Background: an optimization exercise with open tools, aiming at small area, a short achievable clock period and few clock cycles per item. Do not read the settings as production practice. At most, simulation tests tie the RTL to the original design; equivalence was not proved. For runs 3 and 4, only the layout was checked, not whether the RTL still works. Power and IR drop assume default switching activity.

### flow/run.sh
#!/bin/bash
# synth_recipe.tcl (not shown) runs the flow's synth.tcl, then flattens the netlist and writes it again
# the make line also repeats each setting of config.mk as NAME=value (left out here)
make -C /OpenROAD-flow-scripts/flow DESIGN_CONFIG=/design/flow/config.mk WORK_HOME=/design/flow/orfs CLKGATE_MAP_FILE= SYNTH_SCRIPT=/design/flow/synth_recipe.tcl finish
### flow/design.v
module subblock_chooser (
    input  wire        clk,
    input  wire        rst,
    input  wire        in_valid,
    output wire        in_ready,
    input  wire        in_first,
    input  wire        in_last,
    input  wire [23:0] in_value,
    input  wire [1:0]  in_hcnt,
    input  wire [23:0] in_hist1,
    input  wire [23:0] in_hist2,
    input  wire [23:0] in_hist3,
    output reg         out_valid,
    input  wire        out_ready,
    output reg  [1:0]  out_mode,
    output reg  [4:0]  out_param,
    output reg  [11:0] out_bits
);
    localparam NK = 23;             
    localparam NC = 4 * NK + 1;     
    localparam ESC = NK;            
    reg        rdy;                 
    reg  [1:0] outst;               
    assign in_ready = rdy;
    wire take     = in_valid && rdy;
    wire take_end = take && in_last;
    wire pop      = out_valid && out_ready;
    reg  [2:0] hold;
    wire [2:0] hold_n = take ? ((in_first && in_last) ? 3'd4 : {1'b0, in_last, in_first})
                             : (hold != 3'd0) ? hold - 3'd1 : 3'd0;
    wire [1:0] outst_n = outst + {1'b0, take_end} - {1'b0, pop};
    always @(posedge clk) begin
        if (rst) begin
            rdy   <= 1'b1;
            outst <= 2'd0;
            hold  <= 2'd0;
        end else begin
            outst <= outst_n;
            hold  <= hold_n;
            rdy   <= (hold_n == 3'd0) && (outst_n <= 2'd1);
        end
    end
    reg        conv, conv2, va, firsta, lasta;
    reg [23:0] xa, y1;
    reg [24:0] t1, t2;
    reg [1:0]  ha;
    wire signed [27:0] sx  = $signed(xa);
    wire signed [27:0] sy1 = $signed(y1);
    wire signed [27:0] st1 = $signed(t1);
    wire signed [27:0] st2 = $signed(t2);
    wire signed [27:0] d1  = sx - sy1;
    wire [24:0] c12 = $signed(y1) - $signed(t1);    
    wire [24:0] c23 = t1 - t2;                      
    always @(posedge clk) begin
        if (rst) begin
            conv  <= 1'b0;
            conv2 <= 1'b0;
            va    <= 1'b0;
        end else begin
            conv  <= take && in_first;
            conv2 <= conv && lasta;
            va    <= (take && !in_first) || (conv && !lasta) || conv2;
        end
        if (take) begin
            xa     <= in_value;
            firsta <= in_first;
            lasta  <= in_last;
        end
        if (take && in_first) begin
            y1 <= (in_hcnt != 2'd0) ? in_hist1 : 24'd0;
            t1 <= {in_hist2[23], in_hist2};
            t2 <= {in_hist3[23], in_hist3};
            ha <= in_hcnt;
        end else if (conv) begin
            t1 <= (ha >= 2'd2) ? c12 : 25'd0;
            t2 <= (ha == 2'd3) ? c23 : (ha == 2'd2) ? c12 : 25'd0;
        end else if (va) begin
            y1 <= xa;
            t1 <= (ha != 2'd0) ? d1[24:0] : 25'd0;
            t2 <= (ha == 2'd3) ? t1 : (ha == 2'd1) ? d1[24:0] : (ha == 2'd2) ? t1 : 25'd0;
            ha <= (ha == 2'd3) ? 2'd3 : ha + 2'd1;
        end
    end
    wire signed [27:0] d2 = sx - sy1 - st1;              
    wire signed [27:0] d3 = sx - sy1 - 2 * st1 + st2;    
    wire signed [27:0] e1n = d1;
    wire signed [27:0] e2n = d2;
    wire signed [27:0] e3n = d3;
    reg        v1, first1, last1;
    reg [23:0] e0;
    reg [24:0] e1;
    reg [25:0] e2;
    reg [26:0] e3;
    always @(posedge clk) begin
        if (rst)
            v1 <= 1'b0;
        else
            v1 <= va;
        first1 <= firsta;
        last1  <= lasta;
        e0 <= xa;
        e1 <= e1n[24:0];
        e2 <= e2n[25:0];
        e3 <= e3n[26:0];
    end
    wire [26:0] un [0:3];
    assign un[0] = {3'd0, e0[22:0], 1'b0} ^ {3'd0, {24{e0[23]}}};
    assign un[1] = {2'd0, e1[23:0], 1'b0} ^ {2'd0, {25{e1[24]}}};
    assign un[2] = {1'd0, e2[24:0], 1'b0} ^ {1'd0, {26{e2[25]}}};
    assign un[3] = {e3[25:0], 1'b0} ^ {27{e3[26]}};
    reg        vb, firstb, lastb, keepb;
    reg        shb;                 
    reg        rstd, rstd2;         
    reg        s1, s2, s3, s4, s5;  
    reg [26:0] uu  [0:3];
    reg [NK-1:0] sml [0:3];
    genvar gp, gk, gb;
    generate
        for (gp = 0; gp < 4; gp = gp + 1) begin : gsml
            wire [27:5] zh;
            assign zh[27] = 1'b1;
            for (gb = 5; gb < 27; gb = gb + 1) begin : gz
                assign zh[gb] = ~|un[gp][26:gb];
            end
            for (gk = 0; gk < NK; gk = gk + 1) begin : gk_
                always @(posedge clk)
                    sml[gp][gk] <= v1 && zh[gk+5]
                                   && !(un[gp][gk+4] && un[gp][gk+3]);
            end
            always @(posedge clk)
                uu[gp] <= un[gp];
        end
    endgenerate
    always @(posedge clk) begin
        if (rst)
            vb <= 1'b0;
        else
            vb <= v1;
        firstb <= first1;
        lastb  <= last1;
        keepb  <= !(v1 && first1);
        shb    <= (vb && lastb) || s1 || s2 || rst || rstd || rstd2;
        rstd   <= rst;
        rstd2  <= rstd;
    end
    reg [11:0] acc [0:4*NK-1];
    reg [11:0] esc;                 
    generate
        for (gp = 0; gp < 4; gp = gp + 1) begin : gmode
            for (gk = 0; gk < NK; gk = gk + 1) begin : gacc
                wire [4:0] q   = uu[gp][gk+4:gk];
                wire [5:0] g   = sml[gp][gk] ? (6'd47 - gk - {1'b0, q}) : 6'd0;
                wire [11:0] a  = {acc[gp*NK+gk][11:9] & {3{keepb}},
                                  acc[gp*NK+gk][8:0]};
                wire [6:0] c;
                wire [5:0] slo;
                assign c[0] = 1'b0;
                for (gb = 0; gb < 6; gb = gb + 1) begin : glo
                    assign slo[gb]  = a[gb] ^ g[gb] ^ c[gb];
                    assign c[gb+1]  = (a[gb] & g[gb]) | (a[gb] & c[gb]) | (g[gb] & c[gb]);
                end
                wire [5:0] pr;
                wire [5:0] shi;
                assign pr[0] = 1'b1;
                for (gb = 1; gb < 6; gb = gb + 1) begin : gpr
                    assign pr[gb] = pr[gb-1] & a[5+gb];
                end
                for (gb = 0; gb < 6; gb = gb + 1) begin : ghi
                    assign shi[gb] = a[6+gb] ^ (c[6] & pr[gb]);
                end
                wire [11:0] sum = (gk >= 16) ? {1'b0, shi[4:0], slo} : {shi, slo};
                always @(posedge clk) begin
                    acc[gp*NK+gk][11:3] <= shb ? acc[gp*NK+gk][8:0] : sum[11:3];
                    acc[gp*NK+gk][2:0]  <= shb ? 3'd0 : sum[2:0];
                end
            end
        end
    endgenerate
    always @(posedge clk)
        if (vb)
            esc <= firstb ? 12'd24 : esc + 12'd24;
    reg [NC-1:0] al;                
    reg [11:0]   mn;                
    reg [11:0]   esc5;              
    wire [2:0] escq = s1 ? esc[11:9] : s2 ? esc[8:6] : s3 ? esc[5:3] : esc[2:0];
    wire [2:0] cv [0:NC-1];
    genvar g;
    generate
        for (g = 0; g < NC; g = g + 1) begin : gcand
            if (g < NK)
                assign cv[g] = ~acc[g][11:9];
            else if (g == ESC)
                assign cv[g] = ~escq;
            else
                assign cv[g] = ~acc[g-1][11:9];
        end
    endgenerate
    wire [NC-1:0] bp [0:2];
    genvar gi, gj;
    generate
        for (gj = 0; gj < 3; gj = gj + 1) begin : gplane
            for (gi = 0; gi < NC; gi = gi + 1) begin : gbit
                assign bp[gj][gi] = cv[gi][gj];
            end
        end
    endgenerate
    wire anyh = |(al & ~bp[2]);
    wire x    = |(al & ~bp[2] & ~bp[1]);
    wire y    = |(al & ~bp[1]);
    wire anyl = anyh ? x : y;
    wire z00  = |(al & ~bp[2] & ~bp[1] & ~bp[0]);
    wire z01  = |(al & ~bp[2] &  bp[1] & ~bp[0]);
    wire z10  = |(al &  bp[2] & ~bp[1] & ~bp[0]);
    wire z11  = |(al &  bp[2] &  bp[1] & ~bp[0]);
    wire any0 = anyh ? (anyl ? z00 : z01) : (anyl ? z10 : z11);
    wire [NC-1:0] aln = al & ~(bp[2] & {NC{anyh}}) & ~(bp[1] & {NC{anyl}})
                           & ~(bp[0] & {NC{any0}});
    integer i;
    always @(posedge clk) begin
        if (rst) begin
            s1 <= 1'b0;
            s2 <= 1'b0;
            s3 <= 1'b0;
            s4 <= 1'b0;
            s5 <= 1'b0;
        end else begin
            s1 <= vb && lastb;
            s2 <= s1;
            s3 <= s2;
            s4 <= s3;
            s5 <= s4;
        end
        esc5 <= esc;
        al <= (s1 || s2 || s3 || s4) ? aln : {NC{1'b1}};
        mn <= {mn[8:0], !anyh, !anyl, !any0};
    end
    reg [1:0]  pm;
    reg [4:0]  pk;
    always @(*) begin
        pm = 2'd0;
        pk = 5'd0;
        for (i = NC - 1; i >= 0; i = i - 1) begin
            if (al[i]) begin
                if (i < NK) begin
                    pm = 2'd0;
                    pk = i;
                end else if (i == ESC) begin
                    pm = 2'd0;
                    pk = 5'd31;
                end else begin
                    pm = (i - 1) / NK;
                    pk = (i - 1) % NK;
                end
            end
        end
    end
    wire [11:0] bits = {esc5[10:0], 1'b0} + mn + 12'd9;
    reg        qv;
    reg [1:0]  qmode;
    reg [4:0]  qparam;
    reg [11:0] qbits;
    always @(posedge clk) begin
        if (rst) begin
            out_valid <= 1'b0;
            qv        <= 1'b0;
        end else begin
            if (!out_valid || out_ready) begin
                if (qv) begin
                    out_valid <= 1'b1;
                    out_mode  <= qmode;
                    out_param <= qparam;
                    out_bits  <= qbits;
                    qv        <= s5;
                    qmode     <= pm;
                    qparam    <= pk;
                    qbits     <= bits;
                end else begin
                    out_valid <= s5;
                    out_mode  <= pm;
                    out_param <= pk;
                    out_bits  <= bits;
                end
            end else if (s5) begin
                qv     <= 1'b1;
                qmode  <= pm;
                qparam <= pk;
                qbits  <= bits;
            end
        end
    end
endmodule
### flow/config.mk
export PLATFORM = sky130hd
export DESIGN_NAME = subblock_chooser
export DESIGN_NICKNAME = subblock_chooser
export VERILOG_FILES = /design/flow/design.v
export SDC_FILE = /design/flow/constraint.sdc
export NUM_CORES = 4
export LEC_CHECK = 0
export CAP_MARGIN = 30
export CORE_MARGIN = 2
export CORE_UTILIZATION = 60
export CTS_CLUSTER_DIAMETER = 80
export CTS_CLUSTER_SIZE = 22
export PLACE_DENSITY = 0.72
export SLEW_MARGIN = 45
### flow/constraint.sdc
create_clock -name core_clock -period 20.0 [get_ports {clk}]
set_input_delay 4.0000 -clock core_clock [delete_from_list [all_inputs] [get_ports {clk}]]
set_output_delay 4.0000 -clock core_clock [all_outputs]
set_load 0.01 [all_outputs]
==> metrics.yaml, run 1 <==
ant_nets: 0
start_util_pct: 60.2
drt_iter0_drc: 7711
async_reset_ff_share_pct: 0
setup_viol: 0
stdcell_count: 11800
rows: 145
yosys.area.top_type: "dfxtp_1"
slowest_delay_ns: 0.61
cts-root-buf: "clkbuf_16"
cts_hold_buf: 0
cpLargestDelayFamily: "buffers and inverters"
dieWidth_um: 399
firstDrtPassIters: 8
outcome: "complete, no violations"
hold_viol: 0
reg2reg_to: "e2[24]"
grt_max_degree: 211
crit_type: "in2reg"
synth_mux_area_share_pct: 5.29
grtUsageMet3_pct: 8.52
drt_wl_total_um: 307000
final.setup_skew_ns: 0.0623
drv_cap: 0
cp_slowest_cell: "clkdlybuf4s50_1"
grt_use_met1_pct: 51.6
grt_pass1_wl_um: 453000
ctsResizeCount: 0
reg2reg_depth: 22
grtUsageTotal_pct: 38.2
period_share_pct: 31.6
final_layout_size_suffix_gt1_share_pct: 7.88
min_to: "first1"
syn_nets: 10900
yosysUniqueCellTypes: 87
relSlewSlack_pct: 34.3
synth_compound_area_share_pct: 10.8
cp-start-kind: "input pin"
worst-path-buf-inv: 3
synth-edff-count: 149
path_common_cell: "buf_4"
maxSlewViolCount: 0
die_area_um2: 159000
cts.htree.levels: 3
overflow: 0
power.density_nw_per_um2: 92.4
grt_busiest_layer: "met2"
use_met2_pct: 57.0
cts_buffers: 102
grt_pass1_vias: 71200
clk_latency_ns: 0.79
startpoint: "in_first"
vias: 72800
r2r_start: "xa[0]"
die_h_um: 399
whs_path_depth: 0
syn_avg_cell_area_um2: 9.55
fmax_mhz: 158
synth.area.top_cells: "dfxtp_1 33%, fa_1 11%, ha_1 6.5%"
end_kind: "register"
cts_tree: "done"
synth_ff_type: "dfxtp_1"
reg2reg_setup_slack_ns: 14.45
p_leak_nw: 41.3
cp_max_fo: 69
ioPinCount: 125
worst_slew_pin_slew_ns: 0.977
synthAdderAreaFrac_pct: 17.3
final_common_cell: "dfxtp_1"
ys_seq_area_share_pct: 37.5
coreArea_um2: 156000
vdd_ir_drop_max_mv: 0.0927
mostFrequentLayoutCells: "1,524 x dfxtp_1, 899 x nand2_1, 605 x inv_1, 601 x o21ai_0, 505 x fa_1"
worstPathArrival_ns: 6.72
syn_inst: 9815
area_growth_pct: 7.29
dp_cells: 11600
synth.cell_area_um2: 93700
fillers: 12600
ys_ff_latch: 1683
synth_top_family_by_area: "simple AND/OR/NAND/NOR gates"
clk_pin_slew_worst_paths_ns: 0.09
hold_path_class: "reg2reg"
yosys.area_share.simple_pct: 18.1
cp_cell_sequence: "clkdlybuf4s50_1 > and3_2 > buf_4 > nor2_1 > nand2_2 > buf_4"
crit_required_ns: 20.41
rsz0062_at_grt: "false"
drc: 0
dp_hpwl_um: 241000
period_minus_slack_ns: 6.31
tns_ns: 0
hold_path.startpoint: "firsta"
wire_per_inst_um: 26.0
cts_buffer_depth: 3
place_congestion: 1.12
synthXorXnorAreaFrac_pct: 6.30
ys_warn_count: 4
port_buffers: 124
synthDominantCellAreaShare_pct: 32.8
cts.sinks: 1683
post-cts-setup-buffers: 0
antenna_found_initial: 14
fin_nets: 10800
holdWs_ns: 0.332
via_per_inst: 6.18
[worst max-delay path by stage]
stage               cells after the start     end
finish                                  6   t2[5]
global route                            6   t1[6]
CTS                                     6  t1[20]
detailed placement                      6   t1[2]
global placement                        6   t1[2]
floorplan                               6   ha[0]
[cell usage after synthesis (112+ instances only)]
library cell	number
ha_1	488
xnor2_1	422
o221ai_1	112
dfxtp_1	1534
o21ai_0	604
inv_1	605
and2_1	322
nand2_1	902
nor2b_1	478
nand3_1	400
nand4_1	167
nor2_1	478
edfxtp_1	149
clkbuf_1	495
mux2_2	365
fa_1	505
xor2_1	252
a21oi_1	305
[report_power, final]
part | switching (mW) | internal, mW | total, mW
clock | 1.27 | 1.07 | 2.34
combinational | 1.71 | 1.11 | 2.81
sequential | 0.449 | 3.69 | 4.14
total | 3.43 | 5.86 | 9.29
[cells by family (layout without fill, tap and decap cells)]
logic type               after synthesis  count (layout)
AND/OR/NAND/NOR                     3271            3271
flip-flops                          1683            1683
AO/OA/AOI/OAI                       1599            1599
buffers and inverters               1145            1055
adder cells (fa/ha/maj)              993             993
XOR/XNOR                             674             674
multiplexers                         450             450
other                                  0               6
[cell type report]
class                      count  area, µm²  share of cell area, %
sequential                  1683      35200                   35.0
tap                         2058       2570                   2.56
inverter                     608       2280                   2.27
timing repair buffer         284       2590                   2.58
clock buffer                 114       2640                   2.63
multi-input combinational   6987      54600                   54.3
clock inverter                49        698                  0.694
antenna                        6       15.0                 0.0149
[registers in the layout (all words and copies together) (netlist names), 12 cells and up]
signal	flops
out_bits	12
sml	87
e1	25
y1	24
acc	1104
qbits	12
al	93
e3	27
t2	25
xa	24
e2	26
t1	25
mn	12
uu	102
e0	24
[routing by layer]
layer	routed length, µm	share of wire, %
met1	127000	41
met2	130000	42
met3	30200	9.8
met4	19800	6.4
met5	52	0.017
[worst register-to-register path: stages, from the launching register on]
cell and delay [ns]:
edfxtp_1 0.39, inv_1 0.10, ha_1 0.26, inv_1 0.11, fa_1 0.41, a21o_1 0.18
a21oi_1 0.27, o21ai_0 0.19, and2_1 0.20, o21a_1 0.18, nor2_1 0.13, xnor2_1 0.27
ha_1 0.41, a21oi_1 0.18, o21ai_0 0.10, o21ai_0 0.34, a21oi_1 0.17, o21ai_0 0.23
o21ai_0 0.22, or4_1 0.49, a31o_2 0.27, a21oi_1 0.20, xnor2_1 0.15
[per-stage QoR]
stage               util (%)  total power [mW]  worst slack (ns)  area [µm²]
global placement        62.1              6.85             13.05       96700
global route            64.6              9.72             13.60      101000
detailed placement      62.4              6.94             12.97       97100
CTS                     64.5              9.27             13.77      100000
finish                  64.6              9.29             13.69      101000
floorplan                  -              5.90             13.02       93700
Testbench counts, summed over its fixed seeds: cycles 75,117, subblocks 1,280.
==> run 2, diff against run 1 <==
--- a/flow/config.mk
+++ b/flow/config.mk
@@ -6,9 +6,7 @@
 export NUM_CORES = 4
 export LEC_CHECK = 0
-export CAP_MARGIN = 30
+export CAP_MARGIN = 50
 export CORE_MARGIN = 2
 export CORE_UTILIZATION = 60
-export CTS_CLUSTER_DIAMETER = 80
-export CTS_CLUSTER_SIZE = 22
 export PLACE_DENSITY = 0.72
-export SLEW_MARGIN = 45
+export SLEW_MARGIN = 70
==> metrics.yaml, run 2 <==
path_depth: 1
dp_cells: 11700
stdcell_count: 12000
ys_top_cells_by_count: "1,534 x dfxtp_1, 902 x nand2_1, 605 x inv_1"
largestRegisters: "acc: 1104 flops, uu: 102 flops, al: 93 flops"
ctsResizeCount: 0
die_h_um: 399
ff_latch_area_um2: 35500
synth_ff_type: "dfxtp_1"
async_reset_ff_share_pct: 0
drv_cap: 0
cp-start-kind: "register"
vdd_ir_drop_max_mv: 0.0961
port_buffers: 124
worst_slew_pin_slew_ns: 0.547
cts_tree: "done"
mostFrequentLayoutCells: "1,315 x dfxtp_1, 899 x nand2_1, 605 x inv_1, 590 x o21ai_0, 505 x fa_1"
drt_iter0_drc: 7751
tns_ns: 0
via_per_inst: 6.17
die_area_um2: 159000
grt_pass1_vias: 73500
synthDominantCellAreaShare_pct: 32.8
clk_latency_ns: 0.86
hold_path_class: "reg2reg"
hold_viol: 0
cts.sinks: 1683
fin_nets: 10900
overflow: 0
area_growth_pct: 13.6
fmax_mhz: 172
clk_pin_slew_worst_paths_ns: 0.06
synth.cell_area_um2: 93700
syn_avg_cell_area_um2: 9.55
start_util_pct: 60.2
cts_hold_buf: 0
maxSlewViolCount: 0
pre_cts_ws_ns: 13.48
relSlewSlack_pct: 63.3
ioPinCount: 125
synth_most_common_cell: "dfxtp_1"
firstDrtPassIters: 8
final.setup_skew_ns: 0.0432
grt_max_degree: 83
period_share_pct: 29.0
worst-path-buf-inv: 1
setup_viol: 0
yosys.area.top_type: "dfxtp_1"
ant_nets: 0
rsz0062_at_grt: "false"
end_kind: "primary output"
cts-root-buf: "clkbuf_16"
rows: 145
coreArea_um2: 156000
final_layout_size_suffix_gt1_share_pct: 13.4
syn_inst: 9815
largest_reg_flops: 1104
cp_cell_sequence: "clkdlybuf4s50_1"
power.density_nw_per_um2: 101
outcome: "complete, no violations"
syn_nets: 10900
final_common_cell: "dfxtp_1"
period_minus_slack_ns: 5.81
drt_wl_total_um: 315000
cp_slowest_cell: "clkdlybuf4s50_1"
dp_hpwl_um: 246000
place_congestion: 1.12
ys_seq_area_share_pct: 37.5
cpLargestDelayFamily: "buffers and inverters"
crit_type: "reg2out"
yosysUniqueCellTypes: 87
grtUsageTotal_pct: 39.3
setup_slack_ns: 14.19
cts_buffers: 179
grt_pass1_wl_um: 465000
synth-edff-count: 149
drc: 0
fillers: 11800
wire_per_inst_um: 26.2
ys_warn_count: 4
cts.htree.levels: 4
synth.area.top_cells: "dfxtp_1 33%, fa_1 11%, ha_1 6.5%"
whs_path_depth: 0
slowest_delay_ns: 0.61
p_leak_nw: 43.8
reg2reg_depth: 22
antenna_found_initial: 15
crit_required_ns: 16.00
post-cts-setup-buffers: 0
dieWidth_um: 399
worstPathArrival_ns: 1.81
vias: 74300
multi_input_area_um2: 55900
cts_buffer_depth: 3
ys_ff_latch: 1683
regMostFlops: "acc"
cp_max_fo: 1
-- run 2: worst register-to-register path: stages (launching register included) --
cell      delay, ns
edfxtp_1       0.39
inv_1          0.10
ha_2           0.24
inv_1          0.10
fa_1           0.41
a21o_1         0.17
a21oi_1        0.32
o21ai_0        0.21
and2_1         0.23
o21a_1         0.19
nor2_1         0.18
xnor2_2        0.20
ha_1           0.38
or4_1          0.49
o21ai_0        0.14
a211oi_1       0.12
a31oi_1        0.30
a21oi_1        0.19
o41ai_4        0.33
buf_1          0.18
o221ai_1       0.18
a21oi_1        0.21
xnor2_1        0.13
-- run 2: per-layer routing --
layer  global-route usage [%]  share of wire (%)  wire length (µm)
met1                     51.7                 41            128000
met2                     58.3                 43            134000
met3                     10.6                 10             31700
met4                     23.0                6.8             21500
met5                        0             0.0092                29
-- run 2: layout make-up --
cell class	instances	area share [%]
multi-input cells	6987	52.5
repair buffers	369	3.69
clock buffers	270	5.12
clock inverters	59	0.757
diodes	5	0.0118
well taps	2058	2.42
inverters	608	2.14
flip-flops and latches	1683	33.3
-- run 2: cells by family (layout without fill, tap and decap cells) --
kind of cell | count (synthesis) | count (layout) | synth area share [%]
compound gates | 1599 | 1599 | 10.8
other cells | 0 | 5 | 0
simple gates | 3271 | 3271 | 18.1
fa+ha+maj | 993 | 993 | 17.3
flops | 1683 | 1683 | 37.5
buf+inv | 1145 | 1306 | 4.61
xor+xnor | 674 | 674 | 6.30
mux | 450 | 450 | 5.29
-- run 2: power breakdown --
part | internal (mW) | switching, mW | leakage, nW
Clock | 2.06 | 1.45 | 3.08
Sequential | 3.70 | 0.450 | 13.9
Combinational | 1.24 | 1.83 | 26.8
-- run 2: final timing paths --
kind / from / to / slack (ns)
worst min register to register: last1 / lastb / 0.33
worst max-delay path: out_bits[2] / out_bits[2] / 14.19
worst min-delay path: last1 / lastb / 0.33
worst max register to register: xa[0] / e2[23] / 14.52
-- run 2: through the flow --
stage          total power [mW]  instance area [µm²]  utilization (%)  hold slack [ns]
2_1_floorplan              5.90                93700                -            0.310
3_3_place_gp               6.85                96700             62.1            0.315
3_5_place_dp               7.14                99600             64.0            0.313
4_1_cts                    10.6               106000             68.0            0.329
5_1_grt                    11.2               106000             68.4            0.348
6_report                   10.7               106000             68.4            0.330
==> run 3, diff against run 2 <==
--- a/flow/design.v
+++ b/flow/design.v
@@ -42,4 +42,5 @@
     end
     reg        conv, conv2, va, firsta, lasta;
+    reg        inblk;               
     reg [23:0] xa, y1;
     reg [24:0] t1, t2;
@@ -57,15 +58,18 @@
             conv2 <= 1'b0;
             va    <= 1'b0;
+            inblk <= 1'b0;
         end else begin
             conv  <= take && in_first;
             conv2 <= conv && lasta;
             va    <= (take && !in_first) || (conv && !lasta) || conv2;
-        end
-        if (take) begin
+            if (take)
+                inblk <= !in_last;
+        end
+        if (rdy) begin
             xa     <= in_value;
             firsta <= in_first;
             lasta  <= in_last;
         end
-        if (take && in_first) begin
+        if (rdy && !inblk) begin
             y1 <= (in_hcnt != 2'd0) ? in_hist1 : 24'd0;
             t1 <= {in_hist2[23], in_hist2};
--- a/flow/config.mk
+++ b/flow/config.mk
@@ -9,4 +9,6 @@
 export CORE_MARGIN = 2
 export CORE_UTILIZATION = 60
+export CTS_CLUSTER_DIAMETER = 80
+export CTS_CLUSTER_SIZE = 22
 export PLACE_DENSITY = 0.72
 export SLEW_MARGIN = 70
==> metrics.yaml, run 3 <==
outcome: "complete, no violations"
drt_iter0_drc: 7186
cts-root-buf: "clkbuf_16"
cts_hold_buf: 0
setup_slack_ns: 14.17
grt_pass1_vias: 72400
largestRegisters: "acc: 1104 flops, uu: 102 flops, al: 93 flops"
synth_top_family_by_area: "simple AND/OR/NAND/NOR gates"
dp_cells: 11700
regMostFlops: "acc"
synth-edff-count: 149
cpLargestDelayFamily: "buffers and inverters"
cts.htree.levels: 3
power.density_nw_per_um2: 104
ys_warn_count: 4
crit_required_ns: 16.00
syn_nets: 11000
grt_max_degree: 81
ys_top_cells_by_count: "1,535 x dfxtp_1, 891 x nand2_1, 614 x inv_1"
fmax_mhz: 171
ys_ff_latch: 1684
antenna_found_initial: 10
post-cts-setup-buffers: 0
tns_ns: 0
worst_slew_pin_slew_ns: 0.517
die_area_um2: 161000
hold_path_class: "reg2reg"
hold_viol: 0
drc: 0
yosys.area.top_type: "dfxtp_1"
period_minus_slack_ns: 5.83
synthXorXnorAreaFrac_pct: 6.19
ant_nets: 0
relSlewSlack_pct: 65.4
dp_hpwl_um: 239000
ioPinCount: 125
ys_seq_area_share_pct: 37.3
cp_cell_sequence: "clkdlybuf4s50_1"
mostFrequentLayoutCells: "1,268 x dfxtp_1, 889 x nand2_1, 613 x inv_1, 572 x o21ai_0, 505 x fa_1"
cts_buffers: 98
grt_pass1_wl_um: 454000
reg2reg_setup_slack_ns: 15.06
slowest_delay_ns: 0.58
vias: 73400
pre_cts_ws_ns: 14.14
cp_max_fo: 10
crit_type: "reg2out"
cts.sinks: 1684
port_buffers: 124
synthAdderAreaFrac_pct: 17.2
worst-path-buf-inv: 1
overflow: 0
fillers: 12500
place_congestion: 1.08
via_per_inst: 6.20
synth_mux_area_share_pct: 5.28
cts_tree: "done"
start_util_pct: 60.4
firstDrtPassIters: 8
die_h_um: 401
drt_wl_total_um: 303000
setup_viol: 0
coreArea_um2: 156000
dieWidth_um: 401
final.setup_skew_ns: 0.0725
final_common_cell: "dfxtp_1"
synth_ff_type: "dfxtp_1"
maxSlewViolCount: 0
end_kind: "primary output"
final_layout_size_suffix_gt1_share_pct: 12.1
clk_latency_ns: 0.79
async_reset_ff_share_pct: 0
synth_most_common_cell: "dfxtp_1"
vdd_ir_drop_max_mv: 0.0967
p_leak_nw: 41.8
synth.area.top_cells: "dfxtp_1 33%, fa_1 11%, ha_1 6.5%"
ctsResizeCount: 0
fin_nets: 10800
synthDominantCellAreaShare_pct: 32.5
period_share_pct: 29.2
drv_cap: 0
syn_avg_cell_area_um2: 9.57
rows: 145
grtUsageTotal_pct: 37.3
synth_compound_area_share_pct: 11.6
area_growth_pct: 9.36
yosysUniqueCellTypes: 90
largest_reg_flops: 1104
power_mw: 10.7
clk_pin_slew_worst_paths_ns: 0.09
rsz0062_at_grt: "false"
cts_buffer_depth: 3
cp-start-kind: "register"
wire_per_inst_um: 25.6
worstPathArrival_ns: 1.83
cp_slowest_cell: "clkdlybuf4s50_1"
yosys.area_share.simple_pct: 17.9
stdcell_count: 11900
syn_inst: 9877
synth.cell_area_um2: 94500
## run 3: logic make-up (layout without fill, tap and decap cells)
kind of cell,after synthesis,in the layout
and+or+nand+nor,3185,3185
AOI/OAI and AO/OA,1729,1729
DFF,1684,1684
buffers and inverters,1165,1078
adders and majority gates,993,993
xor gates and xnor gates,668,668
muxes,453,453
other,0,3
## run 3: where the power goes
part           total [mW]  switching, mW  internal, mW
clock network        2.26           1.24          1.02
registers            4.30          0.542          3.76
logic                4.17           2.44          1.73
total                10.7           4.22          6.50
## run 3: path summary, 6_finish.rpt
kind / from / cells after the start / endpoint
worst max-delay path: rdy / 1 / in_ready
worst min-delay path: mn[5] / 0 / mn[8]
worst min register to register: mn[5] / 0 / mn[8]
worst max register to register: xa[0] / 18 / e2[23]
## run 3: layout make-up
| cell class | instances | area (µm²) | share of cell area, % |
|---|---|---|---|
| antenna | 3 | 7.51 | 0.00727 |
| clock buffer | 116 | 2540 | 2.46 |
| clock inverter | 44 | 631 | 0.610 |
| inverter | 616 | 2310 | 2.24 |
| multi-input combinational | 7028 | 56400 | 54.6 |
| sequential | 1684 | 35600 | 34.4 |
| tap | 2058 | 2570 | 2.49 |
| timing repair buffer | 302 | 3280 | 3.17 |
## run 3: stage by stage
stage	hold WS, ns	instance area (µm²)	utilization (%)
2_1_floorplan	0.310	94500	-
3_3_place_gp	0.342	97000	62.1
3_5_place_dp	0.346	99700	63.8
4_1_cts	0.364	103000	65.8
5_1_grt	0.369	103000	66.1
6_report	0.363	103000	66.1
## run 3: layer usage
metal | global-route usage (%) | vias to the layer above | share of wire (%)
li1 | - | 33700 | -
met1 | 49.3 | 35900 | 41
met2 | 57.6 | 3151 | 44
met3 | 7.64 | 749 | 9.0
met4 | 19.8 | 8 | 6.4
met5 | 0 | - | 0.014
==> run 4, diff against run 3 <==
--- a/flow/config.mk
+++ b/flow/config.mk
@@ -6,5 +6,5 @@
 export NUM_CORES = 4
 export LEC_CHECK = 0
-export CAP_MARGIN = 50
+export CAP_MARGIN = 30
 export CORE_MARGIN = 2
 export CORE_UTILIZATION = 60
@@ -12,3 +12,3 @@
 export CTS_CLUSTER_SIZE = 22
 export PLACE_DENSITY = 0.72
-export SLEW_MARGIN = 70
+export SLEW_MARGIN = 45
==> metrics.yaml, run 4 <==
outcome: "complete, no violations"
grt_max_degree: 158
cp_slowest_cell: "dfxtp_4"
fillers: 12800
period_minus_slack_ns: 6.09
hold_viol: 0
reg2reg_depth: 18
reg2reg_to: "e2[23]"
fmax_mhz: 164
ys_warn_count: 4
vias: 72900
yosys.area.top_type: "dfxtp_1"
ys_ff_latch: 1684
port_buffers: 124
internal-power_mw: 6.42
power_mw: 10.6
final_layout_size_suffix_gt1_share_pct: 7.24
synthDominantCellAreaShare_pct: 32.5
final.setup_skew_ns: 0.0477
firstDrtPassIters: 7
die_h_um: 401
final_common_cell: "dfxtp_1"
ctsResizeCount: 0
vdd_ir_drop_max_mv: 0.0969
endpoint: "in_ready"
multi_input_area_um2: 55200
cp_cell_sequence: "clkdlybuf4s50_1"
mostFrequentLayoutCells: "1,523 x dfxtp_1, 890 x nand2_1, 614 x inv_1, 579 x o21ai_0, 505 x fa_1"
clk_pin_slew_worst_paths_ns: 0.09
drc: 0
grtUsageTotal_pct: 36.9
crit_type: "reg2out"
power_switching_share_pct: 39.2
clk_latency_ns: 0.78
end_kind: "primary output"
area_growth_pct: 6.47
cts_tree: "done"
relSlewSlack_pct: 36.3
cpLargestDelayFamily: "flip-flops"
place_congestion: 1.08
tns_ns: 0
cts_buffer_depth: 3
antenna_found_initial: 10
syn_inst: 9877
syn_nets: 11000
cts_buffers: 97
rows: 145
drt_iter0_drc: 7282
fin_nets: 10700
regMostFlops: "acc"
dieWidth_um: 401
die_area_um2: 161000
setup_viol: 0
ioPinCount: 125
grt_pass1_wl_um: 450000
hold_path_class: "reg2reg"
power.density_nw_per_um2: 105
async_reset_ff_share_pct: 0
slowest_delay_ns: 0.66
period_share_pct: 30.5
combPwrFrac_pct: 37.7
largestRegisters: "acc: 1104 flops, uu: 102 flops, al: 93 flops"
synth_most_common_cell: "dfxtp_1"
path_depth: 1
worst-path-buf-inv: 1
worst_slew_pin_slew_ns: 0.948
clkPwrFrac_pct: 21.6
setup_slack_ns: 13.91
via_per_inst: 6.19
whs_path_depth: 0
drt_wl_total_um: 301000
largest_reg_flops: 1104
coreArea_um2: 156000
pre_cts_ws_ns: 13.88
synth.area.top_cells: "dfxtp_1 33%, fa_1 11%, ha_1 6.5%"
p_sw_mw: 4.14
post-cts-setup-buffers: 0
yosysUniqueCellTypes: 90
rsz0062_at_grt: "false"
ys_seq_area_share_pct: 37.3
cts-root-buf: "clkbuf_16"
cp_max_fo: 31
cts.htree.levels: 3
reg2reg_setup_slack_ns: 14.77
startpoint: "rdy"
synth_ff_type: "dfxtp_1"
overflow: 0
synth-edff-count: 149
ys_top_cells_by_count: "1,535 x dfxtp_1, 891 x nand2_1, 614 x inv_1"
crit_required_ns: 16.00
cts_hold_buf: 0
cp-start-kind: "register"
cts.sinks: 1684
dp_hpwl_um: 234000
worstPathArrival_ns: 2.09
wire_per_inst_um: 25.6
p_leak_nw: 40.9
start_util_pct: 60.4
ant_nets: 0
seqPwrFrac_pct: 40.7
maxSlewViolCount: 0
drv_cap: 0
syn_avg_cell_area_um2: 9.57
r2r_start: "xa[0]"
synth.cell_area_um2: 94500
ff_latch_area_um2: 35200
grt_pass1_vias: 71500
[run 4: cell count changes in the layout (fill, tap and decap cells not counted), moves of 23 or more]
cell,change
nor4_1,+23
xor2_2,-32
xor2_1,+39
dfxtp_1,+255
buf_8,-27
dfxtp_2,-249
[run 4: metal layers]
metal / track usage, % / wire length [µm] / part of all wire, % / vias up
li1: - / - / - / 33500
met1: 48.6 / 124000 / 41 / 35700
met2: 56.7 / 132000 / 44 / 2930
met3: 8.20 / 26500 / 8.8 / 715
met4: 20.3 / 19600 / 6.5 / 12
met5: 0 / 66 / 0.022 / -
[run 4: kinds of logic after synthesis]
kind of cell / Yosys count / synth area share, %
AO/OA/AOI/OAI: 1729 / 11.6
XOR/XNOR: 668 / 6.19
adder cells (fa/ha/maj): 993 / 17.2
buffers and inverters: 1165 / 4.64
flip-flops: 1684 / 37.3
multiplexers: 453 / 5.28
AND/OR/NAND/NOR: 3185 / 17.9
[run 4: worst min-delay path by stage]
stage / from / endpoint
global placement: rstd / rstd2
floorplan: last1 / lastb
global route: rstd / rstd2
finish: mn[1] / mn[4]
detailed placement: rstd / rstd2
CTS: mn[1] / mn[4]
[run 4: area by class of cell]
type / count / area share, %
Antenna cell: 5 / 0.0124
Clock buffer: 112 / 2.54
Clock inverter: 41 / 0.633
Inverter: 616 / 2.30
Multi-Input combinational cell: 7028 / 54.8
Sequential cell: 1684 / 35.0
Tap cell: 2058 / 2.56
Timing Repair Buffer: 220 / 2.11
[run 4: stage by stage]
stage	instance area [µm²]	utilization, %	instances	hold slack [ns]
after global routing	101000	64.3	11800	0.365
after global placement	97000	62.1	11600	0.342
after detailed placement	97300	62.2	11600	0.344
after floorplan	94500	-	9877	0.310
final	101000	64.3	11800	0.348
after CTS	101000	64.3	11800	0.334
[run 4: power groups by stage]
| stage | Sequential [mW] | Combinational, mW | Clock [mW] |
|---|---|---|---|
| floorplan | 4.03 | 2.96 | 0 |
| global placement | 4.35 | 3.76 | 0 |
| detailed placement | 4.36 | 3.88 | 0 |
| CTS | 4.28 | 3.91 | 2.31 |
| global route | 4.32 | 4.35 | 2.42 |
| finish | 4.29 | 3.98 | 2.28 |
==> run 5, diff against run 4 <==
--- a/flow/design.v
+++ b/flow/design.v
@@ -23,8 +23,9 @@
     reg  [1:0] outst;               
     assign in_ready = rdy;
-    wire take     = in_valid && rdy;
+    reg  [2:0] hold;
+    wire       rdyc = (hold == 3'd0) && (outst <= 2'd1);
+    wire take     = in_valid && rdyc;
     wire take_end = take && in_last;
     wire pop      = out_valid && out_ready;
-    reg  [2:0] hold;
     wire [2:0] hold_n = take ? ((in_first && in_last) ? 3'd4 : {1'b0, in_last, in_first})
                              : (hold != 3'd0) ? hold - 3'd1 : 3'd0;
@@ -66,10 +67,10 @@
                 inblk <= !in_last;
         end
-        if (rdy) begin
+        if (rdyc) begin
             xa     <= in_value;
             firsta <= in_first;
             lasta  <= in_last;
         end
-        if (rdy && !inblk) begin
+        if (rdyc && !inblk) begin
             y1 <= (in_hcnt != 2'd0) ? in_hist1 : 24'd0;
             t1 <= {in_hist2[23], in_hist2};
--- a/flow/config.mk
+++ b/flow/config.mk
@@ -6,5 +6,5 @@
 export NUM_CORES = 4
 export LEC_CHECK = 0
-export CAP_MARGIN = 30
+export CAP_MARGIN = 20
 export CORE_MARGIN = 2
 export CORE_UTILIZATION = 60
@@ -12,3 +12,3 @@
 export CTS_CLUSTER_SIZE = 22
 export PLACE_DENSITY = 0.72
-export SLEW_MARGIN = 45
+export SLEW_MARGIN = 20
==> metrics.yaml, run 5 <==
outcome: "complete, no violations"
slowest_delay_ns: 0.69
largest_reg_flops: 1104
cts.sinks: 1684
final_common_cell: "dfxtp_1"
cpLargestDelayFamily: "compound AO/OA/AOI/OAI gates"
dieWidth_um: 400
dp_cells: 11600
via_per_inst: 6.17
power_switching_share_pct: 39.6
async_reset_ff_share_pct: 0
port_buffers: 124
overflow: 0
synth.cell_area_um2: 93900
drt_iter0_drc: 7050
area_growth_pct: 7.12
clk_latency_ns: 0.81
ctsResizeCount: 0
hold_path_class: "reg2reg"
grt_pass1_wl_um: 464000
fmax_mhz: 172
drc: 0
grtUsageTotal_pct: 39.4
hold_path.startpoint: "last1"
ys_ff_latch: 1684
cts_tree: "done"
worst_slew_pin_slew_ns: 1.20
seqPwrFrac_pct: 39.8
synth.area.top_cells: "dfxtp_1 33%, fa_1 11%, ha_1 6.5%"
die_h_um: 400
ys_warn_count: 4
grt_pass1_vias: 71500
pre_cts_ws_ns: 13.84
p_leak_nw: 41.3
synth_most_common_cell: "dfxtp_1"
post-cts-setup-buffers: 0
dp_hpwl_um: 249000
worstPathArrival_ns: 6.55
syn_nets: 10900
combPwrFrac_pct: 38.0
antenna_found_initial: 14
whs_path_depth: 0
reg2reg_to: "e2[25]"
vias: 72900
start_util_pct: 60.3
drv_cap: 0
cts.htree.levels: 3
largestRegisters: "acc: 1104 flops, uu: 102 flops, al: 93 flops"
final.setup_skew_ns: 0.0597
r2r_start: "xa[0]"
cp_max_fo: 6
rsz0062_at_grt: "false"
ys_top_cells_by_count: "1,535 x dfxtp_1, 895 x nand2_1, 607 x inv_1"
crit_required_ns: 20.73
cts_hold_buf: 0
stdcell_count: 11800
setup_slack_ns: 14.19
regMostFlops: "acc"
grt_max_degree: 235
syn_inst: 9824
relSlewSlack_pct: 20.3
wire_per_inst_um: 26.8
firstDrtPassIters: 6
internal-power_mw: 6.51
mostFrequentLayoutCells: "1,530 x dfxtp_1, 893 x nand2_1, 607 x inv_1, 571 x o21ai_0, 505 x fa_1"
worst-path-buf-inv: 3
syn_avg_cell_area_um2: 9.56
ys_seq_area_share_pct: 37.5
p_sw_mw: 4.26
cts-root-buf: "clkbuf_16"
place_congestion: 1.08
clkPwrFrac_pct: 22.3
hold_viol: 0
cp_cell_sequence: "inv_1 > ha_1 > inv_1 > fa_1 > a21oi_1 > nand4b_1 > a21boi_0 > a2111oi_0 > buf_4 > o21ba_2 > xnor2_1 > ha_1 > a21o_1 > a21o_1 > nor3_1 > nand4b_1 > o211ai_1 > a31oi_1 > and2_1 > o21ai_0 > a21oi_1 > o22ai_1"
synth_ff_type: "dfxtp_1"
power.density_nw_per_um2: 107
yosysUniqueCellTypes: 88
reg2reg_depth: 22
final_layout_size_suffix_gt1_share_pct: 7.72
fin_nets: 10800
period_minus_slack_ns: 5.81
min_to: "lastb"
synth-edff-count: 149
drt_wl_total_um: 317000
cp_slowest_cell: "a2111oi_0"
cts_buffers: 102
vdd_ir_drop_max_mv: 0.105
die_area_um2: 160000
ant_nets: 0
crit_type: "reg2reg"
coreArea_um2: 156000
end_kind: "register"
synthDominantCellAreaShare_pct: 32.7
period_share_pct: 29.1
ioPinCount: 125
rows: 145
maxSlewViolCount: 0
cts_buffer_depth: 3
yosys.area.top_type: "dfxtp_1"
clk_pin_slew_worst_paths_ns: 0.09
tns_ns: 0
setup_viol: 0
cp-start-kind: "register"
reg2reg_setup_slack_ns: 14.19
==> run 5: worst max-delay path by stage <==
stage	slack, ns	endpoint	cells after the start	from
after CTS	14.25	out_bits[3]	1	out_bits[3]
final	14.19	e2[25]	22	xa[0]
after global routing	13.77	e2[25]	22	xa[0]
after floorplan	14.33	qbits[0]	3	out_ready
after detailed placement	13.84	qbits[11]	4	out_ready
after global placement	13.88	rdy	7	out_ready
==> run 5: layout make-up <==
class | instances | area (µm²)
Fill cell | 12300 | 55200
Antenna cell | 7 | 17.5
Tap cell | 2058 | 2570
Sequential cell | 1684 | 35200
Inverter | 609 | 2290
Clock buffer | 123 | 2720
Clock inverter | 51 | 791
Multi-Input combinational cell | 6995 | 54500
Timing Repair Buffer | 288 | 2510
==> run 5: worst reg2reg max path, cell delays in order, from the launching register on <==
cell       delay [ns]
edfxtp_1         0.42
inv_1            0.19
ha_1             0.21
inv_1            0.08
fa_1             0.40
a21oi_1          0.25
nand4b_1         0.19
a21boi_0         0.19
a2111oi_0        0.70
buf_4            0.25
o21ba_2          0.16
xnor2_1          0.30
ha_1             0.42
a21o_1           0.21
a21o_1           0.18
nor3_1           0.20
nand4b_1         0.18
o211ai_1         0.30
a31oi_1          0.18
and2_1           0.20
o21ai_0          0.26
a21oi_1          0.15
o22ai_1          0.14
==> run 5: power groups by stage <==
stage / clock network [mW] / registers (mW) / logic [mW]
2_1_floorplan: 0 / 4.05 / 2.94
3_3_place_gp: 0 / 4.33 / 3.84
3_5_place_dp: 0 / 4.34 / 3.98
4_1_cts: 2.42 / 4.26 / 4.01
5_1_grt: 2.54 / 4.31 / 4.46
6_report: 2.40 / 4.28 / 4.09
==> run 5: through the flow <==
step / power (mW) / hold WS (ns) / instance area (µm²) / utilization (%)
2_1_floorplan: 6.99 / 0.310 / 93900 / -
3_3_place_gp: 8.17 / 0.317 / 97000 / 62.3
3_5_place_dp: 8.32 / 0.316 / 97100 / 62.3
4_1_cts: 10.7 / 0.329 / 101000 / 64.5
5_1_grt: 11.3 / 0.328 / 101000 / 64.5
6_report: 10.8 / 0.329 / 101000 / 64.6
==> run 5: cells by family after synthesis <==
| group | count (synthesis) | synth area share (%) |
|---|---|---|
| xor+xnor | 673 | 6.28 |
| mux | 455 | 5.33 |
| simple gates | 3297 | 18.3 |
| flops | 1684 | 37.5 |
| compound gates | 1577 | 10.8 |
| fa+ha+maj | 993 | 17.3 |
| buf+inv | 1145 | 4.60 |
==> run 5: metal layers <==
metal	wire, µm	share of wire (%)	up-vias	global-route usage [%]
met5	54	0.017	-	0
met4	21800	6.9	8	22.5
met3	27900	8.8	713	8.76
met2	139000	44	3123	60.5
met1	128000	40	35700	51.2
li1	-	-	33300	-
Testbench counts of run 5, summed over its fixed seeds: cycles 75,117, subblocks 1,280.
==> run 6, diff against run 5 <==
--- a/flow/config.mk
+++ b/flow/config.mk
@@ -6,5 +6,6 @@
 export NUM_CORES = 4
 export LEC_CHECK = 0
-export CAP_MARGIN = 20
+export ABC_AREA = 1
+export CAP_MARGIN = 50
 export CORE_MARGIN = 2
 export CORE_UTILIZATION = 60
@@ -12,3 +13,3 @@
 export CTS_CLUSTER_SIZE = 22
 export PLACE_DENSITY = 0.72
-export SLEW_MARGIN = 20
+export SLEW_MARGIN = 70
==> metrics.yaml, run 6 <==
synthDominantCellAreaShare_pct: 33.6
end_kind: "register"
drc: 0
post-cts-setup-buffers: 0
cp_max_fo: 4
yosys.area.top_type: "dfxtp_1"
seqPwrFrac_pct: 36.0
mostFrequentLayoutCells: "2,859 x nand2_1, 1,657 x inv_1, 1,500 x dfxtp_1, 969 x nor2_1, 657 x o21ai_0"
outcome: "complete, no violations"
synth_most_common_cell: "nand2_1"
clk_latency_ns: 0.77
grtUsageTotal_pct: 36.0
cts_hold_buf: 0
ys_seq_area_share_pct: 38.5
hold_viol: 0
tns_ns: 0
setup_viol: 0
power_mw: 11.9
ys_top_cells_by_count: "2,863 x nand2_1, 1,665 x inv_1, 1,535 x dfxtp_1"
die_area_um2: 156000
dp_hpwl_um: 224000
crit_type: "reg2reg"
regMostFlops: "acc"
wire_per_inst_um: 20.5
grt_pass1_wl_um: 438000
dieWidth_um: 394
async_reset_ff_share_pct: 0
via_per_inst: 5.63
cpLargestDelayFamily: "simple AND/OR/NAND/NOR gates"
fmax_mhz: 159
combPwrFrac_pct: 44.7
power_switching_share_pct: 44.0
worstPathArrival_ns: 6.81
grt_max_degree: 71
ys_ff_latch: 1684
period_share_pct: 31.5
slowest_delay_ns: 0.40
placed_area_um2: 97200
relSlewSlack_pct: 66.2
die_h_um: 394
antenna_found_initial: 8
drt_iter0_drc: 7205
overflow: 0
dp_cells: 13600
cp_slowest_cell: "dfxtp_1"
crit_required_ns: 20.51
port_buffers: 124
firstDrtPassIters: 9
stdcell_count: 13700
synth-edff-count: 149
cts_buffer_depth: 3
path_depth: 89
largestRegisters: "acc: 1104 flops, uu: 102 flops, al: 93 flops"
final_common_cell: "nand2_1"
cts.sinks: 1684
path_common_cell: "nand2_1"
maxSlewViolCount: 0
area_growth_pct: 10.2
ys_warn_count: 4
vias: 77300
syn_avg_cell_area_um2: 7.88
ant_nets: 0
p_leak_nw: 45.1
worst_slew_pin_slew_ns: 0.503
synth.area.top_cells: "dfxtp_1 34%, nand2_1 12%, fa_1 11%"
period_minus_slack_ns: 6.29
place_congestion: 1.09
final.setup_skew_ns: 0.0334
synth.cell_area_um2: 91500
vdd_ir_drop_max_mv: 0.212
syn_nets: 12700
cts-root-buf: "clkbuf_16"
worst-path-buf-inv: 1
internal-power_mw: 6.67
cp-start-kind: "register"
clkPwrFrac_pct: 19.3
cts_tree: "done"
final_cell_area_um2: 101000
p_sw_mw: 5.24
rsz0062_at_grt: "false"
drv_cap: 0
largest_reg_flops: 1104
rows: 143
yosysUniqueCellTypes: 51
synth_ff_type: "dfxtp_1"
start_util_pct: 60.3
reg2reg_depth: 89
final_layout_size_suffix_gt1_share_pct: 5.31
power.density_nw_per_um2: 118
drt_wl_total_um: 281000
grt_pass1_vias: 75300
syn_inst: 11600
cts.htree.levels: 3
coreArea_um2: 152000
clk_pin_slew_worst_paths_ns: 0.09
fin_nets: 12700
ioPinCount: 125
hold_path_class: "reg2reg"
whs_path_depth: 0
cts_buffers: 102
ctsResizeCount: 0
run 6: changes by cell type after synthesis, moves of 166 or more:
cell	delta
nand2_1	+1968
inv_1	+1058
nor2_1	+494
nor2b_1	-471
mux2_2	-364
and2_1	-326
nand3_1	+235
xnor2_1	-166
run 6: path summary, 6_finish.rpt:
check / startpoint / to / slack [ns]
hold / removal: last1 / lastb / 0.35
setup / recovery: al[90] / out_param[0] / 13.71
setup reg to reg: al[90] / out_param[0] / 13.71
hold reg to reg: last1 / lastb / 0.35
run 6: layout make-up:
class                      instances  area (µm²)
sequential                      1684       35300
fill                           13000       50900
inverter                        1740        6590
clock inverter                    52         597
clock buffer                     121        2700
antenna                            2        5.00
multi-input combinational       7821       49900
timing repair buffer             285        3250
tap                             2030        2540
run 6: power by group through the flow:
stage	Clock [mW]	Combinational, mW	Sequential [mW]
2_1_floorplan	0	3.22	4.10
3_3_place_gp	0	4.77	4.34
3_5_place_dp	0	5.21	4.36
4_1_cts	2.33	5.26	4.28
5_1_grt	2.45	5.76	4.32
6_report	2.30	5.33	4.29
run 6: logic make-up (layout without fill, tap and decap cells):
family,count (synthesis),count (layout),synth area share (%)
compound gates,1460,1460,8.94
xor+xnor,408,408,3.91
fa+ha+maj,993,993,17.7
buf+inv,2103,2198,8.67
flops,1684,1684,38.5
other cells,0,2,0
simple gates,4960,4960,22.3
run 6: stage by stage:
step           utilization (%)  hold WS, ns  worst slack (ns)
6_report                  66.5        0.348             13.71
5_1_grt                   66.5        0.360             13.22
4_1_cts                   66.3        0.341             13.98
3_5_place_dp              64.1        0.318             13.90
3_3_place_gp              62.3        0.320             13.27
2_1_floorplan                -        0.310             14.23
run 6: worst reg2reg max path, delay by kind of cell, from the launching register on:
kind	cells	cell delay, ns
buf+inv	1	0.08
simple gates	88	5.57
flops	1	0.40
run 6: routing by layer:
layer | vias up | global-route usage (%) | wire (µm)
met3 | 611 | 6.51 | 23100
li1 | 36900 | - | -
met5 | - | 0 | 41
met1 | 36800 | 48.3 | 117000
met4 | 6 | 17.0 | 16200
met2 | 2948 | 56.7 | 125000
==> run 7, diff against run 6 <==
--- a/flow/config.mk
+++ b/flow/config.mk
@@ -6,5 +6,4 @@
 export NUM_CORES = 4
 export LEC_CHECK = 0
-export ABC_AREA = 1
 export CAP_MARGIN = 50
 export CORE_MARGIN = 2
==> metrics.yaml, run 7 <==
mostFrequentLayoutCells: "1,331 x dfxtp_1, 892 x nand2_1, 603 x inv_1, 560 x o21ai_0, 505 x fa_1"
final.setup_skew_ns: 0.0669
grt_max_degree: 76
yosys.area.top_type: "dfxtp_1"
grtUsageTotal_pct: 39.8
hold_path.startpoint: "last1"
largestRegisters: "acc: 1104 flops, uu: 102 flops, al: 93 flops"
ys_top_cells_by_count: "1,535 x dfxtp_1, 895 x nand2_1, 607 x inv_1"
hold_path_class: "reg2reg"
syn_inst: 9824
drt_wl_total_um: 321000
worstPathArrival_ns: 1.68
cp-start-kind: "register"
drc: 0
cts.sinks: 1684
fmax_mhz: 176
cp_max_fo: 1
start_util_pct: 60.3
maxSlewViolCount: 0
yosysUniqueCellTypes: 88
p_leak_nw: 42.5
tns_ns: 0
power_mw: 11.1
cpLargestDelayFamily: "buffers and inverters"
drv_cap: 0
syn_avg_cell_area_um2: 9.56
relSlewSlack_pct: 64.8
ys_warn_count: 4
cts-root-buf: "clkbuf_16"
cp_slowest_cell: "clkdlybuf4s50_1"
synthDominantCellAreaShare_pct: 32.7
synth.area.top_cells: "dfxtp_1 33%, fa_1 11%, ha_1 6.5%"
cp_cell_sequence: "clkdlybuf4s50_1"
antenna_found_initial: 10
final_layout_size_suffix_gt1_share_pct: 12.6
cts_buffers: 104
dp_hpwl_um: 253000
final_common_cell: "dfxtp_1"
period_share_pct: 28.4
drt_iter0_drc: 7279
reg2reg_setup_slack_ns: 14.75
worst-path-buf-inv: 1
hold_viol: 0
setup_viol: 0
ioPinCount: 125
slowest_delay_ns: 0.57
fin_nets: 10900
firstDrtPassIters: 6
period_minus_slack_ns: 5.68
synth_most_common_cell: "dfxtp_1"
area_growth_pct: 10.7
overflow: 0
vias: 73900
syn_nets: 10900
min_to: "lastb"
via_per_inst: 6.19
place_congestion: 1.08
async_reset_ff_share_pct: 0
rsz0062_at_grt: "false"
fillers: 11900
cts_tree: "done"
reg2reg_to: "e2[25]"
crit_type: "reg2out"
end_kind: "primary output"
power.density_nw_per_um2: 107
clk_pin_slew_worst_paths_ns: 0.09
clk_latency_ns: 0.80
ant_nets: 0
rows: 145
regMostFlops: "acc"
r2r_start: "xa[0]"
synth.cell_area_um2: 93900
largest_reg_flops: 1104
ys_ff_latch: 1684
crit_required_ns: 16.00
startpoint: "out_bits[3]"
synth-edff-count: 149
vdd_ir_drop_max_mv: 0.122
ys_seq_area_share_pct: 37.5
reg2reg_depth: 22
cts.htree.levels: 3
synth_ff_type: "dfxtp_1"
die_h_um: 400
port_buffers: 124
cts_buffer_depth: 3
cts_hold_buf: 0
outcome: "complete, no violations"
die_area_um2: 160000
post-cts-setup-buffers: 0
whs_path_depth: 0
coreArea_um2: 156000
wire_per_inst_um: 26.9
grt_pass1_wl_um: 470000
grt_pass1_vias: 72900
dieWidth_um: 400
ctsResizeCount: 0
worst_slew_pin_slew_ns: 0.525
==> run 7: cell count changes in the layout (fill, tap and decap cells not counted), sizes merged, moves of 121 or more <==
cell,change
xnor2,+166
a21oi,-156
nand2,-1968
o21ai,-121
mux2,+364
nor2,-493
inv,-1118
nor3,-134
nand3,-235
nor2b,+471
and2,+327
==> run 7: how the worst max path moves through the flow <==
stage | to | cells after the start
after floorplan | qbits[0] | 3
after global placement | rdy | 7
after detailed placement | rdy | 8
after CTS | out_bits[3] | 1
after global routing | out_bits[3] | 1
final | out_bits[3] | 1
==> run 7: stage by stage <==
stage | cells | cell area, µm² | setup slack, ns | hold slack (ns) | utilization [%]
finish | 11900 | 104000 | 14.32 | 0.326 | 66.7
global route | 11900 | 104000 | 14.26 | 0.321 | 66.7
CTS | 11900 | 103000 | 14.28 | 0.323 | 66.4
detailed placement | 11700 | 99800 | 14.12 | 0.316 | 64.1
global placement | 11600 | 97000 | 13.88 | 0.317 | 62.3
floorplan | 9824 | 93900 | 14.33 | 0.310 | -
==> run 7: logic make-up after synthesis <==
| family | count (synthesis) | synth area share (%) |
|---|---|---|
| flops | 1684 | 37.5 |
| mux | 455 | 5.33 |
| xor+xnor | 673 | 6.28 |
| compound gates | 1577 | 10.8 |
| simple gates | 3297 | 18.3 |
| buf+inv | 1145 | 4.60 |
| fa+ha+maj | 993 | 17.3 |
==> run 7: area by class of cell <==
cell class | instances | area [µm²] | area share [%]
multi-input combinational | 6995 | 56000 | 53.9
sequential | 1684 | 35500 | 34.1
timing repair buffer | 403 | 3950 | 3.80
clock buffer | 122 | 2740 | 2.64
tap | 2058 | 2570 | 2.48
inverter | 609 | 2290 | 2.20
clock inverter | 61 | 876 | 0.842
antenna | 8 | 20.0 | 0.0193
==> run 7: routing by layer <==
metal	share of wire (%)	global-route usage (%)
met5	0.016	0.212
met4	7.0	22.7
met3	8.6	8.23
met2	44	61.5
met1	40	51.8
==> run 7: where the power goes <==
| group | internal, mW | total (mW) | leakage [nW] | switching [mW] |
|---|---|---|---|---|
| Clock | 1.15 | 2.45 | 1.74 | 1.30 |
| Combinational | 1.78 | 4.38 | 26.8 | 2.60 |
| Sequential | 3.77 | 4.28 | 14.0 | 0.510 |
| Total | 6.69 | 11.1 | 42.5 | 4.42 |
==> run 8, diff against run 7 <==
--- a/flow/config.mk
+++ b/flow/config.mk
@@ -6,5 +6,6 @@
 export NUM_CORES = 4
 export LEC_CHECK = 0
-export CAP_MARGIN = 50
+export ABC_AREA = 1
+export CAP_MARGIN = 30
 export CORE_MARGIN = 2
 export CORE_UTILIZATION = 60
@@ -12,3 +13,3 @@
 export CTS_CLUSTER_SIZE = 22
 export PLACE_DENSITY = 0.72
-export SLEW_MARGIN = 70
+export SLEW_MARGIN = 45
==> metrics.yaml, run 8 <==
outcome: "complete, no violations"
p_leak_nw: 44.1
rsz0062_at_grt: "false"
grt_max_degree: 118
place_congestion: 1.09
vias: 76600
largestRegisters: "acc: 1104 flops, uu: 102 flops, al: 93 flops"
reg2reg_to: "out_param[0]"
firstDrtPassIters: 9
final.setup_skew_ns: 0.0405
synth_ff_type: "dfxtp_1"
grt_busiest_layer: "met2"
antenna_found_initial: 9
period_minus_slack_ns: 6.23
cts.htree.levels: 3
crit_required_ns: 20.51
via_per_inst: 5.62
reg2reg_depth: 89
power.density_nw_per_um2: 118
ys_top_cells_by_count: "2,863 x nand2_1, 1,665 x inv_1, 1,535 x dfxtp_1"
final_layout_size_suffix_gt1_share_pct: 3.06
coreArea_um2: 152000
mostFrequentLayoutCells: "2,859 x nand2_1, 1,662 x inv_1, 1,531 x dfxtp_1, 975 x nor2_1, 659 x o21ai_0"
hold_viol: 0
hold_path_class: "reg2reg"
clk_latency_ns: 0.77
die_h_um: 394
ant_nets: 0
synth-edff-count: 149
period_share_pct: 31.1
final_cell_area_um2: 98200
async_reset_ff_share_pct: 0
dieWidth_um: 394
area_growth_pct: 7.37
tns_ns: 0
syn_inst: 11600
cts.sinks: 1684
drv_cap: 0
ioPinCount: 125
worstPathArrival_ns: 6.73
worst_slew_pin_slew_ns: 0.900
drt_wl_total_um: 279000
drt_iter0_drc: 7391
grt_pass1_vias: 74500
min_to: "lastb"
synth.area.top_cells: "dfxtp_1 34%, nand2_1 12%, fa_1 11%"
cts_hold_buf: 0
yosysUniqueCellTypes: 51
startpoint: "al[90]"
pre_cts_ws_ns: 13.53
setup_viol: 0
cp_slowest_cell: "dfxtp_1"
dp_hpwl_um: 219000
clk_pin_slew_worst_paths_ns: 0.09
drc: 0
regMostFlops: "acc"
cts_buffer_depth: 3
grtUsageMet3_pct: 6.79
setup_slack_ns: 13.77
maxSlewViolCount: 0
post-cts-setup-buffers: 0
rows: 143
start_util_pct: 60.3
grtUsageTotal_pct: 35.7
cts_tree: "done"
overflow: 0
hold_path.startpoint: "last1"
wire_per_inst_um: 20.5
cp-start-kind: "register"
cts-root-buf: "clkbuf_16"
final_common_cell: "nand2_1"
vdd_ir_drop_max_mv: 0.150
ctsResizeCount: 0
cts_buffers: 103
fin_nets: 12600
slowest_delay_ns: 0.40
grt_pass1_wl_um: 433000
relSlewSlack_pct: 39.5
use_met2_pct: 56.1
ys_seq_area_share_pct: 38.5
ys_ff_latch: 1684
reg2reg_setup_slack_ns: 13.77
syn_avg_cell_area_um2: 7.88
path_common_cell: "nand2_1"
synth.cell_area_um2: 91500
die_area_um2: 156000
crit_type: "reg2reg"
whs_path_depth: 0
port_buffers: 124
syn_nets: 12700
synthDominantCellAreaShare_pct: 33.6
cp_max_fo: 4
largest_reg_flops: 1104
ys_warn_count: 4
synth_most_common_cell: "nand2_1"
end_kind: "register"
grt_use_met1_pct: 47.7
placed_area_um2: 94700
yosys.area.top_type: "dfxtp_1"
fmax_mhz: 161
r2r_start: "al[90]"
[run 8: cell count changes after synthesis, sizes merged, moves of 134 or more]
cell	change
nor3	+134
nand3	+235
nand2	+1968
xnor2	-166
nor2b	-471
and2	-327
clkbuf	-157
mux2	-364
nor2	+493
a21oi	+156
inv	+1116
[run 8: worst max path at each step]
| stage | end | slack (ns) |
|---|---|---|
| final | out_param[0] | 13.77 |
| after global routing | out_param[0] | 13.11 |
| after CTS | out_param[0] | 13.99 |
| after detailed placement | qparam[0] | 13.53 |
| after global placement | qbits[5] | 13.27 |
| after floorplan | qbits[0] | 14.23 |
[run 8: cell families after synthesis]
group,after synthesis,share of synthesized area (%)
adders and majority gates,993,17.7
buffers and inverters,2103,8.67
xor gates and xnor gates,408,3.91
and+or+nand+nor,4960,22.3
DFF,1684,38.5
AOI/OAI and AO/OA,1460,8.94
[run 8: routing by layer]
| metal | wire length, µm | up-vias |
|---|---|---|
| li1 | - | 36800 |
| met1 | 117000 | 36600 |
| met2 | 124000 | 2722 |
| met3 | 22700 | 563 |
| met4 | 15700 | 8 |
| met5 | 50 | - |
[run 8: area by class of cell]
type / instances / area [µm²]
Clock inverter: 56 / 652
Sequential cell: 1684 / 35200
Inverter: 1740 / 6570
Multi-Input combinational cell: 7821 / 48700
Fill cell: 13300 / 53500
Antenna cell: 3 / 7.51
Clock buffer: 118 / 2700
Tap cell: 2030 / 2540
Timing Repair Buffer: 193 / 1870
[run 8: power breakdown]
part	total (mW)	internal, mW	leakage, nW	switching, mW
Sequential	4.28	3.82	13.9	0.462
Clock	2.33	1.05	1.62	1.28
Combinational	4.94	1.61	28.6	3.34
Total	11.6	6.48	44.1	5.08
[run 8: worst max-delay path: cells and delay by family, from the launching register on]
kind | cells | cell delay [ns]
simple gates | 88 | 5.44
flops | 1 | 0.40
buf+inv | 1 | 0.08
[run 8: through the flow]
stage          instances  hold slack (ns)  util (%)  power (mW)
2_1_floorplan      11600            0.310         -        7.32
3_3_place_gp       13500            0.320      62.3        9.11
3_5_place_dp       13500            0.323      62.4        9.20
4_1_cts            13600            0.346      64.7        11.5
5_1_grt            13600            0.361      64.7        12.2
6_report           13600            0.344      64.7        11.6
==> run 9, diff against run 8 <==
--- a/flow/config.mk
+++ b/flow/config.mk
@@ -6,5 +6,4 @@
 export NUM_CORES = 4
 export LEC_CHECK = 0
-export ABC_AREA = 1
 export CAP_MARGIN = 30
 export CORE_MARGIN = 2
==> metrics.yaml, run 9 <==
outcome: "complete, no violations"
crit_type: "reg2out"
worst-path-buf-inv: 1
internal-power_mw: 6.52
combPwrFrac_pct: 38.1
synth.cell_area_um2: 93900
port_buffers: 124
min_to: "lastb"
p_sw_mw: 4.30
holdWs_ns: 0.331
seqPwrFrac_pct: 39.5
cp_max_fo: 1
syn_nets: 10900
p_leak_nw: 41.4
firstDrtPassIters: 8
ys_warn_count: 4
syn_avg_cell_area_um2: 9.56
ys_seq_area_share_pct: 37.5
cts_buffer_depth: 3
final.setup_skew_ns: 0.0659
placed_area_um2: 97300
grt_pass1_wl_um: 465000
largest_reg_flops: 1104
reg2reg_setup_slack_ns: 14.37
fillers: 12200
cp_slowest_cell: "clkdlybuf4s50_1"
dp_hpwl_um: 249000
setup_viol: 0
hold_viol: 0
final_layout_size_suffix_gt1_share_pct: 8.16
yosys.area.top_type: "dfxtp_1"
worst_slew_pin_slew_ns: 0.916
post-cts-setup-buffers: 0
yosysUniqueCellTypes: 88
end_kind: "primary output"
place_congestion: 1.08
coreArea_um2: 156000
largestRegisters: "acc: 1104 flops, uu: 102 flops, al: 93 flops"
r2r_start: "xa[0]"
fmax_mhz: 176
dieWidth_um: 400
cpLargestDelayFamily: "buffers and inverters"
synth-edff-count: 149
drv_cap: 0
area_growth_pct: 7.53
cts.sinks: 1684
hold_path_class: "reg2reg"
tns_ns: 0
ioPinCount: 125
cts_tree: "done"
vias: 73400
worstPathArrival_ns: 1.70
period_share_pct: 28.5
power_switching_share_pct: 39.8
synth_most_common_cell: "dfxtp_1"
ant_nets: 0
syn_inst: 9824
hold_path.startpoint: "last1"
ctsResizeCount: 0
reg2reg_to: "e2[23]"
rows: 145
grt_max_degree: 133
fin_nets: 10800
die_area_um2: 160000
overflow: 0
cts-root-buf: "clkbuf_16"
start_util_pct: 60.3
regMostFlops: "acc"
clk_pin_slew_worst_paths_ns: 0.09
relSlewSlack_pct: 38.4
whs_path_depth: 0
-- run 9: cell type report --
cell class              count  area [µm²]  area share [%]
multi-input cells        6995       54700            54.1
flip-flops and latches   1684       35200            34.9
clock buffers             123        2800            2.77
repair buffers            293        2670            2.64
well taps                2058        2570            2.55
inverters                 609        2290            2.27
clock inverters            59         764           0.757
diodes                      5        12.5          0.0124
-- run 9: power by group through the flow --
| stage | clock network (mW) | registers, mW | logic, mW |
|---|---|---|---|
| 4_1_cts | 2.44 | 4.27 | 4.04 |
| 3_5_place_dp | 0 | 4.34 | 3.99 |
| 5_1_grt | 2.56 | 4.30 | 4.47 |
| 2_1_floorplan | 0 | 4.05 | 2.94 |
| 6_report | 2.42 | 4.28 | 4.13 |
| 3_3_place_gp | 0 | 4.33 | 3.84 |
-- run 9: worst max path at each step --
stage,end,cells past startpoint,startpoint,slack [ns]
2_1_floorplan,qbits[0],3,out_ready,14.33
3_5_place_dp,rdy,7,out_ready,13.92
5_1_grt,e2[25],22,xa[0],14.00
4_1_cts,out_bits[1],1,out_bits[1],14.26
6_report,out_bits[1],1,out_bits[1],14.30
3_3_place_gp,rdy,7,out_ready,13.88
-- run 9: per-stage QoR --
stage                     util [%]  setup slack, ns  total power, mW  cells
after detailed placement      62.5            13.92             8.34  11600
after global placement        62.3            13.88             8.17  11600
after CTS                     64.7            14.26             10.7  11800
after global routing          64.8            14.00             11.3  11800
final                         64.8            14.30             10.8  11800
after floorplan                  -            14.33             6.99   9824
-- run 9: worst reg2reg max path: stages, from the launching register on --
cell and delay, ns:
edfxtp_1 0.42, inv_1 0.18, ha_1 0.20, inv_1 0.08, fa_1 0.41, a21oi_1 0.24, nand4b_1 0.18, a21boi_0 0.19
a2111oi_1 0.57, buf_4 0.23, o21ba_2 0.16, xnor2_1 0.29, ha_1 0.42, a21o_1 0.21, a21o_1 0.19, nor3_1 0.20
nand4b_1 0.17, o211ai_1 0.31, a31oi_1 0.17, and2_1 0.20, o21ai_0 0.26, a21oi_1 0.15, a31oi_1 0.15
-- run 9: cells by family after synthesis --
logic type      after synthesis  share of synthesized area, %
flops                      1684                          37.5
fa+ha+maj                   993                          17.3
xor+xnor                    673                          6.28
mux                         455                          5.33
buf+inv                    1145                          4.60
simple gates               3297                          18.3
compound gates             1577                          10.8
-- run 9: layer usage --
metal  wire length, µm  up-vias  GRT usage [%]
met2            140000     3249           60.9
met4             22000        4           22.7
met1            129000    36000           51.5
met3             26700      776           7.77
li1                  -    33400              -
met5                27        -              0

Check on run 9: ideal ports give 14.303 ns setup slack; a clkbuf_16 on the clock port and buf_2 on the inputs give 14.218 ns; moving port delays by the midpoint clock arrival (0.859 ns) as well gives 13.859 ns.
